What follows belongs to an exercise in optimizing a design on an open flow for small area and a short achievable clock period; a production flow would make more cautious choices. RTL that was checked went through simulation tests only; none was proved equivalent to the original.

## T
==> module tim_domain, before the edit <==
module tim_domain (
    input  wire        clk,
    input  wire        rst,           
    input  wire        w_time,        
    input  wire [47:0] x_sec,
    input  wire [29:0] x_ns,
    input  wire        w_load,        
    input  wire        w_pstep,       
    input  wire        w_slew,        
    input  wire [29:0] x_slew_hi,
    input  wire        w_slew_lo0,    
    input  wire        w_rate,
    input  wire [24:0] x_rate,
    input  wire        w_valid,
    input  wire        x_valid,
    input  wire        w_hold,
    input  wire        x_hold,
    input  wire        w_pend,
    input  wire        x_pend_set,
    input  wire [77:0] x_pend_data,
    input  wire        w_thr,
    input  wire [26:0] x_thr,
    input  wire        w_sstep,
    input  wire [22:0] x_sstep,
    input  wire        w_steps,
    input  wire        w_href,
    input  wire [31:0] x_cnt_a,       
    input  wire        w_jref,
    input  wire [31:0] x_cnt_b,       
    output reg  [47:0] sec,
    output reg  [29:0] ns,
    output reg  [31:0] frac,
    output reg  [24:0] rate,          
    output reg         valid,
    output reg         hold,
    output reg  [61:0] slew,
    output reg  [31:0] steps,
    output reg  [31:0] jumps_refused,
    output reg  [31:0] hold_refused,
    output reg  [26:0] thr125,        
    output reg         pend_set,
    output reg  [77:0] pend_data,
    output wire [61:0] slew_a,        
    output wire        slew_a_lnz,    
    output wire [31:0] adv_frac,      
    output wire [1:0]  adv_e,         
    output wire [31:0] p2_frac,       
    output wire [31:0] p2_r,          
    output wire [23:0] slew_ceil,     
    output wire        slew_nz
);
    reg  [22:0] sstep;
    wire [23:0] s_full = {sstep, 1'b0};
    wire [23:0] sl_lo;
    wire        sl_ge;                                   
    td_add #(.W(24), .ARCH(1)) u_slo (.a(slew[23:0]), .b(~s_full), .ci(1'b1), .s(sl_lo), .co(sl_ge));
    wire        sl_hz = (slew[61:24] == 38'd0);
    wire        sl_lt = sl_hz && !sl_ge;                 
    reg  [37:0] sl_hi;
    reg         bw;
    integer     i;
    always @* begin
        bw = !sl_ge;
        for (i = 0; i < 38; i = i + 1) begin
            sl_hi[i] = slew[24 + i] ^ bw;
            bw       = bw & !slew[24 + i];
        end
    end
    assign slew_a = sl_lt ? 62'd0 : {sl_hi, sl_lo};
    assign slew_a_lnz = slew_a[31:0] != 32'd0;
    wire [23:0] absorb = sl_lt ? slew[23:0] : s_full;
    wire [33:0] f_x = {2'b00, frac};
    wire [33:0] f_y = {{9{rate[24]}}, rate};
    wire [33:0] f_z = ~{10'd0, absorb};
    wire [33:0] f_s = f_x ^ f_y ^ f_z;
    wire [33:0] f_c = {(f_x[32:0] & f_y[32:0]) | (f_x[32:0] & f_z[32:0]) | (f_y[32:0] & f_z[32:0]), 1'b1};
    wire [33:0] f;
    td_add #(.W(34), .ARCH(1)) u_f (.a(f_s), .b(f_c), .ci(1'b0), .s(f), .co());
    assign adv_frac = f[31:0];
    assign adv_e    = 2'd2 + f[33:32];
    wire [2:0]  ns_lo = {1'b0, ns[1:0]} + {1'b0, adv_e};
    wire        wrap  = ns_lo[2] && (ns[29:2] == 28'd249999999);
    reg  [27:0] ns_up;
    reg  [47:0] sec_up;
    reg         cy1, cy2;
    integer     i1, i2;
    always @* begin
        cy1 = ns_lo[2];
        for (i1 = 0; i1 < 28; i1 = i1 + 1) begin
            ns_up[i1] = ns[2 + i1] ^ cy1;
            cy1       = cy1 & ns[2 + i1];
        end
    end
    always @* begin
        cy2 = wrap;
        for (i2 = 0; i2 < 48; i2 = i2 + 1) begin
            sec_up[i2] = sec[i2] ^ cy2;
            cy2        = cy2 & sec[i2];
        end
    end
    wire [29:0] adv_ns = wrap ? {28'd0, ns_lo[1:0]} : {ns_up, ns_lo[1:0]};
    wire        p2_nb;                                    
    td_add #(.W(32), .ARCH(1)) u_p2 (.a(f[31:0]), .b(~slew_a[31:0]), .ci(1'b1), .s(p2_frac), .co(p2_nb));
    wire        bl    = !sl_lt && (slew[31:24] == 8'd0) && !sl_ge;
    wire [31:0] nh    = ~{2'b00, slew[61:32]};
    wire [2:0]  r_add = 3'd3 + {f[33], f[33:32]} + {2'd0, bl} - {2'd0, !p2_nb};
    wire [3:0]  r_lo  = {1'b0, nh[2:0]} + {1'b0, r_add};
    reg  [28:0] nh_up;
    reg         cy3;
    integer     i3;
    always @* begin
        cy3 = 1'b1;
        for (i3 = 0; i3 < 29; i3 = i3 + 1) begin
            nh_up[i3] = nh[3 + i3] ^ cy3;
            cy3       = cy3 & nh[3 + i3];
        end
    end
    assign p2_r = {r_lo[3] ? nh_up : nh[31:3], r_lo[2:0]};
    reg  [23:0] ceil_up;
    reg         cy4;
    integer     i4;
    always @* begin
        cy4 = slew[37:0] != 38'd0;
        for (i4 = 0; i4 < 24; i4 = i4 + 1) begin
            ceil_up[i4] = slew[38 + i4] ^ cy4;
            cy4         = cy4 & slew[38 + i4];
        end
    end
    assign slew_ceil = ceil_up;
    assign slew_nz   = slew != 62'd0;
    always @(posedge clk) begin
        if (w_time) begin
            sec <= x_sec;
            ns  <= x_ns;
        end else begin
            sec <= sec_up;
            ns  <= adv_ns;
        end
        frac        <= w_load ? 32'd0 : w_pstep ? p2_frac : adv_frac;
        slew[61:32] <= w_slew ? x_slew_hi : slew_a[61:32];
        slew[31:0]  <= w_slew_lo0 ? 32'd0 : slew_a[31:0];
        if (w_rate)  rate          <= x_rate;
        if (w_valid) valid         <= x_valid;
        if (w_hold)  hold          <= x_hold;
        if (w_steps) steps         <= x_cnt_a;
        if (w_href)  hold_refused  <= x_cnt_a;
        if (w_jref)  jumps_refused <= x_cnt_b;
        if (w_thr)   thr125        <= x_thr;
        if (w_sstep) sstep         <= x_sstep;
    end
    always @(posedge clk) begin
        if (w_pend && !rst) begin
            pend_set  <= x_pend_set;
            pend_data <= x_pend_data;
        end
    end
endmodule
export LEC_CHECK = 0
export CAP_MARGIN = 70
export CORE_MARGIN = 2
export CORE_UTILIZATION = 40
export SLEW_MARGIN = 70
create_clock -name core_clock -period 45.0 [get_ports {clk}]
run.sh (not shown) runs the stock make flow with config.mk's settings and CLKGATE_MAP_FILE= SYNTH_SCRIPT=/design/flow/synth_recipe.tcl, a recipe that flattens the netlist after the stock synthesis.
[inputs] R vs T
--- a/flow/design.v
+++ b/flow/design.v
@@ -96,17 +96,22 @@
         for (i2 = 0; i2 < 48; i2 = i2 + 1) begin
             sec_up[i2] = sec[i2] ^ cy2;
             cy2        = cy2 & sec[i2];
         end
     end
     wire [29:0] adv_ns = wrap ? {28'd0, ns_lo[1:0]} : {ns_up, ns_lo[1:0]};
-    wire        p2_nb;                                    
-    td_add #(.W(32), .ARCH(1)) u_p2 (.a(f[31:0]), .b(~slew_a[31:0]), .ci(1'b1), .s(p2_frac), .co(p2_nb));
-    wire        bl    = !sl_lt && (slew[31:24] == 8'd0) && !sl_ge;
+    wire [33:0] g_x = {2'b00, frac};
+    wire [33:0] g_y = {{9{rate[24]}}, rate};
+    wire [33:0] g_z = ~{2'b00, slew[31:0]};
+    wire [33:0] g_s = g_x ^ g_y ^ g_z;
+    wire [33:0] g_c = {(g_x[32:0] & g_y[32:0]) | (g_x[32:0] & g_z[32:0]) | (g_y[32:0] & g_z[32:0]), 1'b1};
+    wire [33:0] g;
+    td_add #(.W(34), .ARCH(1)) u_g (.a(g_s), .b(g_c), .ci(1'b0), .s(g), .co());
+    assign p2_frac = g[31:0];
     wire [31:0] nh    = ~{2'b00, slew[61:32]};
-    wire [2:0]  r_add = 3'd3 + {f[33], f[33:32]} + {2'd0, bl} - {2'd0, !p2_nb};
+    wire [2:0]  r_add = 3'd3 + {g[33], g[33:32]};
     wire [3:0]  r_lo  = {1'b0, nh[2:0]} + {1'b0, r_add};
     reg  [28:0] nh_up;
     reg         cy3;
     integer     i3;
     always @* begin
         cy3 = 1'b1;
Notes after the runs:
Per the final summary, R finished and its layout is clean on timing, DRC and antenna. Compared with T, in R number of stages on the worst hold path now smaller; final period demand of the worst path now smaller; non-clock buffer count now larger. Diff T -> R: number of instances in the synthesized netlist picked up an extra about 3.5%; adder-cell share of the synthesized area picked up an extra 1.3 points.
No functional check of the RTL was part of R.

## separate check: timing with driven ports
Ports are ideal in the flow. The routed layouts listed here were re-timed in OpenROAD.
Step 1: set_driving_cell puts a clkbuf_16 on clk and a buf_2 on each other input, an assumption about the parent block.
Step 2 moves the port delays by t, midway between the first and last clock arrival at a register: inputs arrive t later, outputs are due t later. That takes back most of the time a late clock gives input paths.
Three values: ideal ports, drivers, drivers and shift; two values: the first two.
run	shift t [ns]	setup slack, ns	worst slew at a driven data input, ns	pins driven straight from the clock port
T	0.817	24.274 / 24.225 / 24.225	0.22	1
R	0.846	24.631 / 24.630 / 23.797	0.19	1
After both steps every run listed still meets setup and hold. For R, which loses most, drivers alone change the setup slack by -0.001 ns; drivers and shift together by -0.834 ns.
